This design comes from an exercise in tuning for small area, a short achievable clock period and few clock cycles per item on the open sky130 flow, not from production work. No functional check of the RTL was part of any run shown here.

`flow/run.sh`:
```
#!/bin/bash
# synth_recipe.tcl (not shown) runs the flow's synth.tcl, then flattens the netlist and writes it again
# the make line also repeats each setting of config.mk as NAME=value (left out here)
make -C /OpenROAD-flow-scripts/flow DESIGN_CONFIG=/design/flow/config.mk WORK_HOME=/design/flow/orfs CLKGATE_MAP_FILE= SYNTH_SCRIPT=/design/flow/synth_recipe.tcl finish
```
`flow/constraint.sdc`:
```
create_clock -name core_clock -period 8.0 [get_ports {clk}]
set_input_delay 1.6000 -clock core_clock [delete_from_list [all_inputs] [get_ports {clk}]]
set_output_delay 1.6000 -clock core_clock [all_outputs]
set_load 0.01 [all_outputs]
```
`flow/design.v`:
```
module aes_sbox (
    input  wire [7:0] a,
    output wire [7:0] y
);
    wire T1 = a[7] ^ a[4];
    wire T2 = a[7] ^ a[2];
    wire T3 = a[7] ^ a[1];
    wire T4 = a[4] ^ a[2];
    wire T5 = a[3] ^ a[1];
    wire T6 = T1 ^ T5;
    wire T7 = a[6] ^ a[5];
    wire T8 = a[0] ^ T6;
    wire T9 = a[0] ^ T7;
    wire T10 = T6 ^ T7;
    wire T11 = a[6] ^ a[2];
    wire T12 = a[5] ^ a[2];
    wire T13 = T3 ^ T4;
    wire T14 = T6 ^ T11;
    wire T15 = T5 ^ T11;
    wire T16 = T5 ^ T12;
    wire T17 = T9 ^ T16;
    wire T18 = a[4] ^ a[0];
    wire T19 = T7 ^ T18;
    wire T20 = T1 ^ T19;
    wire T21 = a[1] ^ a[0];
    wire T22 = T7 ^ T21;
    wire T23 = T2 ^ T22;
    wire T24 = T2 ^ T10;
    wire T25 = T20 ^ T17;
    wire T26 = T3 ^ T16;
    wire T27 = T1 ^ T12;
    wire M1 = T13 & T6;
    wire M2 = T23 & T8;
    wire M3 = T14 ^ M1;
    wire M4 = T19 & a[0];
    wire M5 = M4 ^ M1;
    wire M6 = T3 & T16;
    wire M7 = T22 & T9;
    wire M8 = T26 ^ M6;
    wire M9 = T20 & T17;
    wire M10 = M9 ^ M6;
    wire M11 = T1 & T15;
    wire M12 = T4 & T27;
    wire M13 = M12 ^ M11;
    wire M14 = T2 & T10;
    wire M15 = M14 ^ M11;
    wire M16 = M3 ^ M2;
    wire M17 = M5 ^ T24;
    wire M18 = M8 ^ M7;
    wire M19 = M10 ^ M15;
    wire M20 = M16 ^ M13;
    wire M21 = M17 ^ M15;
    wire M22 = M18 ^ M13;
    wire M23 = M19 ^ T25;
    wire M24 = M22 ^ M23;
    wire M25 = M22 & M20;
    wire M26 = M21 ^ M25;
    wire M27 = M20 ^ M21;
    wire M28 = M23 ^ M25;
    wire M29 = M28 & M27;
    wire M30 = M26 & M24;
    wire M31 = M20 & M23;
    wire M32 = M27 & M31;
    wire M33 = M27 ^ M25;
    wire M34 = M21 & M22;
    wire M35 = M24 & M34;
    wire M36 = M24 ^ M25;
    wire M37 = M21 ^ M29;
    wire M38 = M32 ^ M33;
    wire M39 = M23 ^ M30;
    wire M40 = M35 ^ M36;
    wire M41 = M38 ^ M40;
    wire M42 = M37 ^ M39;
    wire M43 = M37 ^ M38;
    wire M44 = M39 ^ M40;
    wire M45 = M42 ^ M41;
    wire M46 = M44 & T6;
    wire M47 = M40 & T8;
    wire M48 = M39 & a[0];
    wire M49 = M43 & T16;
    wire M50 = M38 & T9;
    wire M51 = M37 & T17;
    wire M52 = M42 & T15;
    wire M53 = M45 & T27;
    wire M54 = M41 & T10;
    wire M55 = M44 & T13;
    wire M56 = M40 & T23;
    wire M57 = M39 & T19;
    wire M58 = M43 & T3;
    wire M59 = M38 & T22;
    wire M60 = M37 & T20;
    wire M61 = M42 & T1;
    wire M62 = M45 & T4;
    wire M63 = M41 & T2;
    wire L0 = M61 ^ M62;
    wire L1 = M50 ^ M56;
    wire L2 = M46 ^ M48;
    wire L3 = M47 ^ M55;
    wire L4 = M54 ^ M58;
    wire L5 = M49 ^ M61;
    wire L6 = M62 ^ L5;
    wire L7 = M46 ^ L3;
    wire L8 = M51 ^ M59;
    wire L9 = M52 ^ M53;
    wire L10 = M53 ^ L4;
    wire L11 = M60 ^ L2;
    wire L12 = M48 ^ M51;
    wire L13 = M50 ^ L0;
    wire L14 = M52 ^ M61;
    wire L15 = M55 ^ L1;
    wire L16 = M56 ^ L0;
    wire L17 = M57 ^ L1;
    wire L18 = M58 ^ L8;
    wire L19 = M63 ^ L4;
    wire L20 = L0 ^ L1;
    wire L21 = L1 ^ L7;
    wire L22 = L3 ^ L12;
    wire L23 = L18 ^ L2;
    wire L24 = L15 ^ L9;
    wire L25 = L6 ^ L10;
    wire L26 = L7 ^ L9;
    wire L27 = L8 ^ L10;
    wire L28 = L11 ^ L14;
    wire L29 = L11 ^ L17;
    assign y[7] = L6 ^ L24;
    assign y[6] = ~(L16 ^ L26);
    assign y[5] = ~(L19 ^ L28);
    assign y[4] = L6 ^ L21;
    assign y[3] = L20 ^ L22;
    assign y[2] = L25 ^ L29;
    assign y[1] = ~(L13 ^ L27);
    assign y[0] = ~(L6 ^ L23);
endmodule
module aes_round (
    input  wire [127:0] state_in,
    input  wire [127:0] round_key,
    input  wire         final_round,
    output wire [127:0] state_out
);
    wire [7:0] b  [0:15];
    wire [7:0] sb [0:15];
    wire [7:0] sr [0:15];
    genvar i;
    generate
        for (i = 0; i < 16; i = i + 1) begin : g_sub
            assign b[i] = state_in[127 - 8*i -: 8];
            aes_sbox u_sbox (.a(b[i]), .y(sb[i]));
        end
    endgenerate
    generate
        for (i = 0; i < 16; i = i + 1) begin : g_shift
            assign sr[i] = sb[(i + 4 * (i % 4)) % 16];
        end
    endgenerate
    function [7:0] xtime;
        input [7:0] x;
        xtime = {x[6:0], 1'b0} ^ (x[7] ? 8'h1b : 8'h00);
    endfunction
    wire [7:0] keep_mix = {8{~final_round}};
    generate
        for (i = 0; i < 4; i = i + 1) begin : g_mix
            wire [7:0] a0 = sr[4*i];
            wire [7:0] a1 = sr[4*i+1];
            wire [7:0] a2 = sr[4*i+2];
            wire [7:0] a3 = sr[4*i+3];
            wire [7:0] t  = a0 ^ a1 ^ a2 ^ a3;
            wire [7:0] e0 = xtime(a0 ^ a1) ^ t;
            wire [7:0] e1 = xtime(a1 ^ a2) ^ t;
            wire [7:0] e2 = xtime(a2 ^ a3) ^ t;
            wire [7:0] e3 = xtime(a3 ^ a0) ^ t;
            assign state_out[127 - 32*i -: 32] = {
                a0 ^ (e0 & keep_mix),
                a1 ^ (e1 & keep_mix),
                a2 ^ (e2 & keep_mix),
                a3 ^ (e3 & keep_mix)
            } ^ round_key[127 - 32*i -: 32];
        end
    endgenerate
endmodule
module aes256_key_step (
    input  wire [127:0] prev,
    input  wire [127:0] last,
    input  wire         rot_step,
    input  wire [7:0]   rcon,
    output wire [127:0] next
);
    wire [31:0] w3 = last[31:0];
    wire [31:0] rot = rot_step ? {w3[23:0], w3[31:24]} : w3;
    wire [31:0] sub;
    aes_sbox u_s0 (.a(rot[31:24]), .y(sub[31:24]));
    aes_sbox u_s1 (.a(rot[23:16]), .y(sub[23:16]));
    aes_sbox u_s2 (.a(rot[15:8]),  .y(sub[15:8]));
    aes_sbox u_s3 (.a(rot[7:0]),   .y(sub[7:0]));
    wire [31:0] t  = sub ^ (rot_step ? {rcon, 24'h000000} : 32'h00000000);
    wire [31:0] c0 = prev[127:96] ^ t;
    wire [31:0] c1 = prev[95:64]  ^ c0;
    wire [31:0] c2 = prev[63:32]  ^ c1;
    wire [31:0] c3 = prev[31:0]   ^ c2;
    assign next = {c0, c1, c2, c3};
endmodule
module prl_tag_engine (
    input  wire         clk,
    input  wire         rst,           
    input  wire         cmd_valid,
    output wire         cmd_ready,
    input  wire [1:0]   cmd_op,        
    input  wire [1:0]   cmd_ksel,      
    input  wire [255:0] cmd_key,       
    input  wire [47:0]  cmd_frame,     
    input  wire [4:0]   cmd_pair,
    input  wire [7:0]   cmd_place,
    input  wire [7:0]   cmd_where,
    input  wire [3:0]   cmd_elem,
    input  wire [11:0]  cmd_obj,
    input  wire [2:0]   cmd_kind,
    input  wire [7:0]   cmd_state,
    output wire         tag_valid,
    input  wire         tag_ready,
    output wire [63:0]  tag,
    output wire         key_a_present,
    output wire         key_b_present
);
    localparam [1:0] OP_TAG   = 2'd0;
    localparam [1:0] OP_LOAD  = 2'd1;
    localparam [1:0] OP_CLEAR = 2'd2;
    reg [255:0] key_a, key_b;
    reg [127:0] l_a, l_b;
    reg         key_a_ok, key_b_ok;
    reg         crdy;          
    reg [1:0]   op_q;          
    reg [1:0]   ksel_q;
    reg         run;           
    reg [3:0]   rnd;           
    reg         pass_l;        
    reg         cur_b;         
    reg         cur_ok;        
    reg         l_pend;        
    reg         ld;            
    reg [127:0] aes_state;
    reg [255:0] kreg;          
    reg [61:0]  q_mac0, q_mac1;
    reg         q_ok0, q_ok1;      
    reg         q_b0, q_b1;        
    reg         q_wp, q_rp;
    reg [1:0]   q_cnt;
    reg         tv;
    wire fire    = crdy && cmd_valid;
    wire do_tag  = fire && op_q == OP_TAG;
    wire do_load = fire && op_q == OP_LOAD && !ksel_q[1];
    wire do_clr  = fire && op_q == OP_CLEAR;
    wire last    = run && rnd == 4'd14;
    wire push    = last && !pass_l;
    wire pop     = tv && tag_ready;
    wire         sel      = l_pend ? cur_b : ksel_q[0];
    wire [255:0] slot_key = sel ? key_b : key_a;
    wire [127:0] slot_l   = sel ? l_b : l_a;
    wire [127:0] cmd_msg = {cmd_frame, 3'b000, cmd_pair, cmd_place, cmd_where,
                            4'h0, cmd_elem, 4'h0, cmd_obj, 5'b00000, cmd_kind,
                            cmd_state, 16'h0000};
    wire [127:0] k1   = {slot_l[126:0], 1'b0} ^ (slot_l[127] ? 128'h87 : 128'h0);
    wire [127:0] init = ((cmd_msg ^ k1) & {128{~l_pend}}) ^ slot_key[255:128];
    wire [127:0] round_out;
    aes_round u_round (
        .state_in    (aes_state),
        .round_key   (kreg[127:0]),
        .final_round (rnd == 4'd14),
        .state_out   (round_out)
    );
    reg [7:0] rcon;
    always @(*) begin
        case (rnd)
            4'd1:    rcon = 8'h01;
            4'd3:    rcon = 8'h02;
            4'd5:    rcon = 8'h04;
            4'd7:    rcon = 8'h08;
            4'd9:    rcon = 8'h10;
            4'd11:   rcon = 8'h20;
            4'd13:   rcon = 8'h40;
            default: rcon = 8'h00;
        endcase
    end
    wire [127:0] next_rk;
    aes256_key_step u_key (
        .prev     (kreg[255:128]),
        .last     (kreg[127:0]),
        .rot_step (rnd[0]),
        .rcon     (rcon),
        .next     (next_rk)
    );
    wire       start     = do_tag || l_pend;
    wire       run_n     = start || (run && !last);
    wire [3:0] rnd_n     = start ? 4'd1 : rnd + 4'd1;
    wire       pass_l_n  = start ? l_pend : pass_l;
    wire       l_pend_n  = do_load;
    wire [1:0] q_cnt_n   = q_cnt + {1'b0, push} - {1'b0, pop};
    wire       free_n    = (!run_n && !l_pend_n) || (run_n && rnd_n == 4'd14 && !pass_l_n);
    wire       ld_n      = free_n || l_pend_n;
    wire       room_n    = ({1'b0, q_cnt_n} + {2'b00, run_n && !pass_l_n}) <= 3'd1;
    always @(posedge clk) begin
        op_q   <= cmd_op;
        ksel_q <= cmd_ksel;
        if (ld) begin
            aes_state <= init;
            kreg      <= slot_key;
        end else begin
            aes_state <= round_out;
            kreg      <= {kreg[127:0], next_rk};
        end
        if (do_load && !ksel_q[0]) key_a <= cmd_key;
        if (do_load &&  ksel_q[0]) key_b <= cmd_key;
        if (last && pass_l && !cur_b) l_a <= round_out;
        if (last && pass_l &&  cur_b) l_b <= round_out;
        if (push && !q_wp) begin
            q_mac0 <= round_out[127:66];
            q_ok0  <= cur_ok;
            q_b0   <= cur_b;
        end
        if (push && q_wp) begin
            q_mac1 <= round_out[127:66];
            q_ok1  <= cur_ok;
            q_b1   <= cur_b;
        end
        if (rst) begin
            crdy     <= 1'b0;
            key_a_ok <= 1'b0;
            key_b_ok <= 1'b0;
            run      <= 1'b0;
            rnd      <= 4'd0;
            pass_l   <= 1'b0;
            cur_b    <= 1'b0;
            cur_ok   <= 1'b0;
            l_pend   <= 1'b0;
            ld       <= 1'b1;
            q_wp     <= 1'b0;
            q_rp     <= 1'b0;
            q_cnt    <= 2'd0;
            tv       <= 1'b0;
        end else begin
            crdy    <= cmd_valid && !fire && free_n && room_n;
            run     <= run_n;
            rnd     <= rnd_n;
            pass_l  <= pass_l_n;
            l_pend  <= l_pend_n;
            ld      <= ld_n;
            if (do_tag) begin
                cur_b  <= ksel_q[0];
                cur_ok <= !ksel_q[1] && (ksel_q[0] ? key_b_ok : key_a_ok);
            end else if (do_load) begin
                cur_b  <= ksel_q[0];
            end
            if (do_load && !ksel_q[0]) key_a_ok <= 1'b1;
            if (do_load &&  ksel_q[0]) key_b_ok <= 1'b1;
            if (do_clr) begin
                key_a_ok <= 1'b0;
                key_b_ok <= 1'b0;
            end
            if (push) q_wp <= ~q_wp;
            if (pop)  q_rp <= ~q_rp;
            q_cnt <= q_cnt_n;
            tv    <= q_cnt_n != 2'd0;
        end
    end
    wire        h_ok  = q_rp ? q_ok1 : q_ok0;
    wire        h_b   = q_rp ? q_b1 : q_b0;
    wire [61:0] h_mac = q_rp ? q_mac1 : q_mac0;
    assign cmd_ready     = crdy;
    assign tag_valid     = tv;
    assign tag           = {1'b0, h_ok & h_b, h_mac & {62{h_ok}}};
    assign key_a_present = key_a_ok;
    assign key_b_present = key_b_ok;
endmodule
```
`flow/config.mk`:
```
export PLATFORM = sky130hd
export DESIGN_NAME = prl_tag_engine
export DESIGN_NICKNAME = prl_tag_engine
export VERILOG_FILES = /design/flow/design.v
export SDC_FILE = /design/flow/constraint.sdc
export NUM_CORES = 8
export LEC_CHECK = 0
export CAP_MARGIN = 20
export CORE_MARGIN = 2
export CORE_UTILIZATION = 25
export PLACE_DENSITY = 0.45
export SLEW_MARGIN = 20
```
==> qor.txt, run 1 <==
PortBufs -> 426
TritonCTS clock tree -> yes
Synth Instances -> 9861
Setup ws final -> 0.3959 ns
Number of synthesized flops with an enable pin -> 896
HP Class -> reg2reg
Vias after detailed routing -> 79641
Highest cell delay on the worst timing path -> 0.68 ns
Count of hold buffers inserted by post-cts repair -> 0
Post-synthesis net count -> 10266
Buffer type at the clock tree root -> clkbuf_16
Register area share after synthesis -> 36.19%
Setup Total Neg Slack -> 0 ns
Pin count of the biggest net entering global routing -> 149
Average cell area after synthesis -> 9.818 sq um
Number of antenna violations at the first check in global routing -> 31
Worst rel slew slack -> 12.24%
Crit path max-delay cell type -> dfxtp_1
Max Clock Skew -> 0.06743 ns
Clock latency (worst-skew pair) -> 0.90 ns
Worst setup slack before clock tree synthesis -> 0.2378 ns
Fraction of the cycle the final worst path needs -> 95.05%
Crit-path cells -> xor3_2, xnor2_1, xnor2_1, inv_1, ha_1, xor2_1, xnor2_1, a21oi_1, o21ai_0, nand2_1, buf_4, nand2_1, o221ai_1, a211oi_1, xnor2_1, xnor2_1, xnor2_1, xnor2_2, xnor2_1, buf_4, nor2_1, xor2_1, mux2_2
Placed wire-length estimate -> 334.3 mm
Cell variety after synth -> 129
TritonCTS Buffers -> 164
Avg Vias per Cell -> 5.068
Setup CP Type -> reg2reg
Synthesis warning total -> 2
Top flip-flop cell by instance count after synthesis -> edfxtp_1
Number of fill cells in the layout -> 40216
Std-Cell Rows -> 228
DR WL/cell -> 27.20 um
Final critical delay including setup and external delays -> 7.604 ns
Number of DRC markers in iteration 0 -> 8269
Fraction of layout instances using a drive strength above 1 -> 11.50%
Least-Margin Pin Slew -> 1.280 ns
Async S/R FF share, synth -> 0%
Count of nets after finishing -> 10802
Core outline area -> 385700 sq um
Max FO, Critical Path -> 15
Sequential standard cell area -> 35050 sq um
Final weighted congestion in routability-driven placement -> 0.9241
Area used by multi-input combinational logic -> 59020 sq um
Hold Vio Cnt, Final -> 0
Area Growth Syn to Fin -> 18.79%
First-pass GRT wire length -> 594.3 mm
Starting Density -> 25.10%
FMAX -> 0.1315 GHz
Max Cap Viol -> 0
CP required -> 8.70 ns
CTS clk-pin slew, worst paths -> 0.06 ns
CP Capture Type -> flop
Clock sinks -> 1302
Maximum count of clock buffers along a single path -> 4
Worst hold-check slack -> 0.4977 ns
Vertical die dimension -> 626.3 um
Aggregate routed wire length -> 427.5 mm
Post-synthesis instance area -> 96820 sq um
Most frequent cell on the critical path -> xnor2_1
Via count of the first global-routing pass -> 76276
Buffers inserted during post-CTS setup optimization -> 0
Number of flip-flops and latches in the synthesized netlist -> 1302
Resize count post-CTS -> 0
Setup repair after global routing missed its margin -> yes
Top-level port count -> 428
Final-report setup violation count -> 0
Number of remaining DRC errors -> 0
Full die area -> 392300 sq um
Htree depth -> 4
Run status -> finished clean
First-pass iteration count of the detailed router -> 6
Chip width -> 626.3 um
Leftover overflow at the end of global routing -> 0
CP startpoint kind -> flop
Final slew viol count -> 0
All-layer global routing usage -> 20.99%
Data arrival time of the worst path -> 8.31 ns
Number of antenna-violating nets in the routed design -> 0
[registers in the layout (all words and copies together) (netlist names), 2 cells and up]
name	count
aes_state	128
q_cnt	2
l_a	128
key_b	256
q_mac0	62
kreg	256
rnd	4
op_q	2
ksel_q	2
key_a	256
l_b	128
q_mac1	62
[cells in the mapped netlist (56+ instances only)]
cell / count / share of area, %
a211oi_1: 117 / 0.91
a21oi_1: 582 / 3.0
a22oi_1: 58 / 0.45
a31oi_1: 159 / 1.0
and2_1: 78 / 0.50
and3_1: 63 / 0.41
buf_2: 162 / 0.84
clkbuf_1: 370 / 1.4
dfxtp_1: 406 / 8.4
edfxtp_1: 896 / 28
inv_1: 65 / 0.25
mux2_2: 114 / 1.3
mux2i_1: 504 / 5.2
nand2_1: 908 / 3.5
nand2b_1: 69 / 0.45
nand3_1: 173 / 0.89
nand4_1: 57 / 0.37
nor2_1: 921 / 3.6
nor2b_1: 59 / 0.38
nor3_1: 215 / 1.1
o211ai_1: 83 / 0.64
o21a_1: 70 / 0.54
o21ai_0: 373 / 1.9
o22ai_1: 105 / 0.68
xnor2_1: 1203 / 11
xnor2_2: 56 / 0.94
xnor3_1: 230 / 5.4
xor2_1: 674 / 6.1
[final cells by class]
type	instances	share of cell area, %
Timing Repair Buffer	992	7.563
Tap cell	5175	5.630
Inverter	67	0.2198
Clock inverter	68	0.6429
Sequential cell	1302	30.47
Multi-Input combinational cell	7870	51.32
Clock buffer	233	4.131
Antenna cell	9	0.01958
[metal layers]
metal / global-route usage, % / routed length [um]
met1: 27.96 / 186400
met2: 35.16 / 202000
met3: 2.214 / 21960
met4: 7.434 / 17020
met5: 0 / 85
[final timing paths]
path | depth (start not counted) | slack (ns) | start | endpoint
hold / removal | 2 | 0.50 | key_a[34]$_DFFE_PP_ | kreg[34]$_DFF_P_
setup reg to reg | 23 | 0.40 | aes_state[20]$_DFF_P_ | aes_state[40]$_DFF_P_
hold reg to reg | 2 | 0.50 | key_a[34]$_DFFE_PP_ | kreg[34]$_DFF_P_
setup / recovery | 23 | 0.40 | aes_state[20]$_DFF_P_ | aes_state[40]$_DFF_P_
[worst max-delay path, delay by kind of cell, from the launching register on]
family | cells | cell delay (ns)
buffers and inverters | 3 | 0.65
AND/OR/NAND/NOR | 3 | 0.67
flip-flops | 1 | 0.68
adder cells (fa/ha/maj) | 1 | 0.26
XOR/XNOR | 11 | 3.70
AO/OA/AOI/OAI | 4 | 1.08
multiplexers | 1 | 0.38
[per-stage QoR]
stage	cell area, sq um	utilization [%]	instances
floorplan	96830	-	9861
CTS	115000	29.80	15707
global route	115000	29.82	15710
detailed placement	109500	28.38	15406
global placement	109400	28.38	15405
finish	115000	29.82	15716
[cell families after synthesis]
kind of cell             synth area share [%]
AO/OA/AOI/OAI                           14.70
other                                0.003873
buffers and inverters                   3.078
XOR/XNOR                                25.68
adder cells (fa/ha/maj)                0.6862
multiplexers                            6.602
flip-flops                              36.19
AND/OR/NAND/NOR                         13.06
[placed cells by master (no fill, tap or decap), types with 77 or more instances in the layout]
master           count
xnor3_1            230
buf_4              550
o21ai_0            373
nor2_1             915
clkdlybuf4s50_1    426
clkbuf_16          170
and2_1              77
a21oi_1            582
a31oi_1            159
mux2_2             114
a211oi_1           116
xor2_1             672
nand2_1            908
edfxtp_1           896
o211ai_1            83
o22ai_1            105
nor3_1             213
xnor2_1           1193
nand3_1            172
mux2i_1            496
dfxtp_1            401
==> run 2, diff against run 1 <==
--- a/flow/config.mk
+++ b/flow/config.mk
@@ -9,4 +9,5 @@
 export CORE_MARGIN = 2
 export CORE_UTILIZATION = 25
 export PLACE_DENSITY = 0.45
+export SETUP_SLACK_MARGIN = 3
 export SLEW_MARGIN = 20
==> run 2 against run 1 <==
Critical path depth is 1 lower. Register-to-register slack improved by 1.9 ns. Highest routed layer unchanged.
==> qor.txt, run 2 <==
Vertical die dimension -> 626.3 um (unchanged)
Setup Total Neg Slack -> 0 ns (unchanged)
Vias after detailed routing -> 87476 (+9.8%)
CTS clk-pin slew, worst paths -> 0.06 ns (about the same)
Most common library cell in the layout ignoring fill and taps -> buf_4
Max FO, Critical Path -> 8 (-7)
Crit path max-delay cell type -> xor3_2
Number of antenna-violating nets in the routed design -> 0 (unchanged)
Avg Vias per Cell -> 5.098 (+0.61%)
Number of antenna violations at the first check in global routing -> 33 (+6.5%)
Post-synthesis net count -> 10266 (unchanged)
Finished Cell Area -> 145500 sq um (+26%)
Cell variety after synth -> 129 (unchanged)
Critical Path Source -> aes_state[86]$_DFF_P_
Final critical delay including setup and external delays -> 5.738 ns (-1.866 ns)
Post-synthesis instance area -> 96820 sq um (unchanged)
Highest-count cells in the layout ignoring fill and taps -> buf_4, edfxtp_1, nand2_1
HP Class -> reg2reg
Htree depth -> 4 (unchanged)
Startpoint of the worst-slack reg-to-reg timing path -> aes_state[86]$_DFF_P_
Top-level port count -> 428 (unchanged)
Synthesis warning total -> 2 (unchanged)
CP required -> 8.77 ns (+0.07 ns)
Fraction of the cycle the final worst path needs -> 71.72% (-23 points)
Register area share after synthesis -> 36.19% (unchanged)
All-layer global routing usage -> 22.24% (+1.2 points)
Final-report setup violation count -> 0 (unchanged)
Final weighted congestion in routability-driven placement -> 0.9252 (+0.12%)
Setup ws final -> 2.262 ns (+1.866 ns)
Average cell area after synthesis -> 9.818 sq um (unchanged)
Maximum count of clock buffers along a single path -> 4 (unchanged)
First-pass iteration count of the detailed router -> 8 (+2)
Placed wire-length estimate -> 333.8 mm (-0.14%)
Number of DRC markers in iteration 0 -> 7970 (-3.6%)
Synth Instances -> 9861 (unchanged)
Crit-path cells -> xor3_2, xnor2_2, inv_2, ha_4, xor2_4, xnor2_2, and3_4, or3_4, nand2_8, buf_8, xnor2_2, a211o_1, a211oi_2, xnor2_2, xnor3_2, xnor2_4, xor3_1, xnor2_1, nor2_1, xnor2_1, buf_4, mux2_2
Aggregate routed wire length -> 458.6 mm (+7.3%)
DR WL/cell -> 26.73 um (-1.7%)
CP startpoint kind -> flop
Count of hold buffers inserted by post-cts repair -> 0 (unchanged)
Std-Cell Rows -> 228 (unchanged)
Async S/R FF share, synth -> 0% (unchanged)
Least-Margin Pin Slew -> 1.238 ns (-0.04136 ns)
Max Clock Skew -> 0.06554 ns (-0.001883 ns)
Final non-filler cell total -> 17158 (+9.2%)
Worst rel slew slack -> 15.08% (+2.8 points)
Data arrival time of the worst path -> 6.51 ns (-1.80 ns)
Starting Density -> 25.10% (unchanged)
Utilization of the core after routing -> 37.71% (+7.9 points)
Number of remaining DRC errors -> 0 (unchanged)
Most common cell in the netlist -> xnor2_1
Top flip-flop cell by instance count after synthesis -> edfxtp_1
Clock sinks -> 1302 (unchanged)
Run status -> finished clean
Number of synthesized flops with an enable pin -> 896 (unchanged)
CP Capture Type -> flop
Via count of the first global-routing pass -> 84185 (+10%)
Core outline area -> 385700 sq um (unchanged)
TritonCTS Buffers -> 164 (unchanged)
Area Growth Syn to Fin -> 50.24%
Full die area -> 392300 sq um (unchanged)
FMAX -> 0.1743 GHz (+33%)
Clock latency (worst-skew pair) -> 0.92 ns (+0.02 ns)
Final slew viol count -> 0 (unchanged)
Highest cell delay on the worst timing path -> 0.51 ns (-0.17 ns)
First-pass GRT wire length -> 634.9 mm (+6.8%)
Count of nets after finishing -> 12249 (+13%)
Buffer type at the clock tree root -> clkbuf_16
Worst hold-check slack -> 0.4949 ns (-0.002748 ns)
PortBufs -> 426 (unchanged)
Crit path max-delay family -> XOR/XNOR gates
Pin count of the biggest net entering global routing -> 130 (-13%)
Most frequent cell on the critical path -> xnor2_2
Ranking of synthesized cells by instance count -> xnor2_1, nor2_1, nand2_1
Setup CP Type -> reg2reg
WP buf/inv -> 3 (unchanged)
TritonCTS clock tree -> yes
Setup repair after global routing missed its margin -> yes
Worst setup slack before clock tree synthesis -> 0.09856 ns (-0.1393 ns)
# placed instances -> 15383 (-0.15%)
Number of flip-flops and latches in the synthesized netlist -> 1302 (unchanged)
Hold Vio Cnt, Final -> 0 (unchanged)
Top flop regs -> key_a: 256 flops, key_b: 256 flops, kreg: 256 flops
Cell type with the highest aggregate area in the netlist -> edfxtp_1
Largest cells by area after synthesis -> edfxtp_1, xnor2_1, dfxtp_1
Fraction of layout instances using a drive strength above 1 -> 38.95% (+27 points)
Max Cap Viol -> 0 (unchanged)
Synth top area share -> 27.79% (unchanged)
Chip width -> 626.3 um (unchanged)
Min-Delay Startpoint -> kreg[40]$_DFF_P_
Leftover overflow at the end of global routing -> 0 (unchanged)
Post-place instance area -> 109300 sq um (-0.15%)
-- run 2: kinds of logic (layout without fill, tap and decap cells) --
logic type      after synthesis  count (layout)  synth area share (%)
flops                      1302            1302                 36.19
simple gates               2790            2791                 13.06
xor+xnor                   2266            2273                 25.68
mux                         622             622                 6.602
compound gates             2136            2136                 14.70
other cells                   1               4              0.003873
fa+ha+maj                    55              55                0.6862
buf+inv                     689            2800                 3.078
-- run 2: metal layers --
metal  up-vias  part of all wire [%]  GRT usage [%]
met5         -                0.0098              0
li1      39504                     -              -
met3       691                   5.8          2.816
met1     44035                    41          28.75
met4         8                   5.1          8.874
met2      3238                    48          37.51
-- run 2: area by class of cell --
type / count / area (sq um)
timing repair buffer: 2430 / 22460
timing repair inverter: 1 / 16.27
antenna: 3 / 7.507
clock buffer: 231 / 4661
inverter: 67 / 269.0
multi-input combinational: 7878 / 75430
clock inverter: 71 / 710.7
sequential: 1302 / 35430
tap: 5175 / 6475
fill: 37702 / 240200
-- run 2: worst paths after layout --
kind | endpoint | slack [ns] | cells past startpoint
max | aes_state[113]$_DFF_P_ | 2.26 | 22
min | kreg[168]$_DFF_P_ | 0.49 | 2
max reg2reg | aes_state[113]$_DFF_P_ | 2.26 | 22
min reg2reg | kreg[168]$_DFF_P_ | 0.49 | 2
-- run 2: worst min-delay path, cell delays in order, from the launching register on --
cell and delay, ns:
dfxtp_1 0.32, nor2_1 0.10, a21oi_1 0.05
-- run 2: what timing repair did --
item / 4_1_cts / 5_1_grt
setup buffers: 1060 / 385
gates cloned: 22 / 3
gates resized for setup: 2608 / 866
pin swaps: 883 / 664
setup endpoints to repair: 636 / 626

-- port drivers added, routing unchanged --
The results above use ideal ports. As a check the final layouts listed here were re-extracted and re-timed, cells and wires unchanged. Step 1, drivers: a clkbuf_16 drives clk and a buf_2 each remaining input, both assumed. Step 2 moves the port delays by t, midway between the first and last clock arrival at a register: inputs arrive t later, outputs are due t later. That takes back most of the time a late clock gives input paths. Three values: no drivers, after step 1, after step 2; two values: the first two.
run	shift t [ns]	setup slack, ns	latest minus earliest clock arrival (ns)	worst data-port slew with drivers (ns)
run 1	0.970	0.396 / 0.396 / 0.396	0.070 / 0.070	0.16
run 2	0.990	2.262 / 2.262 / 2.262	0.067 / 0.067	0.14
After both steps setup and hold are still met in every run listed.
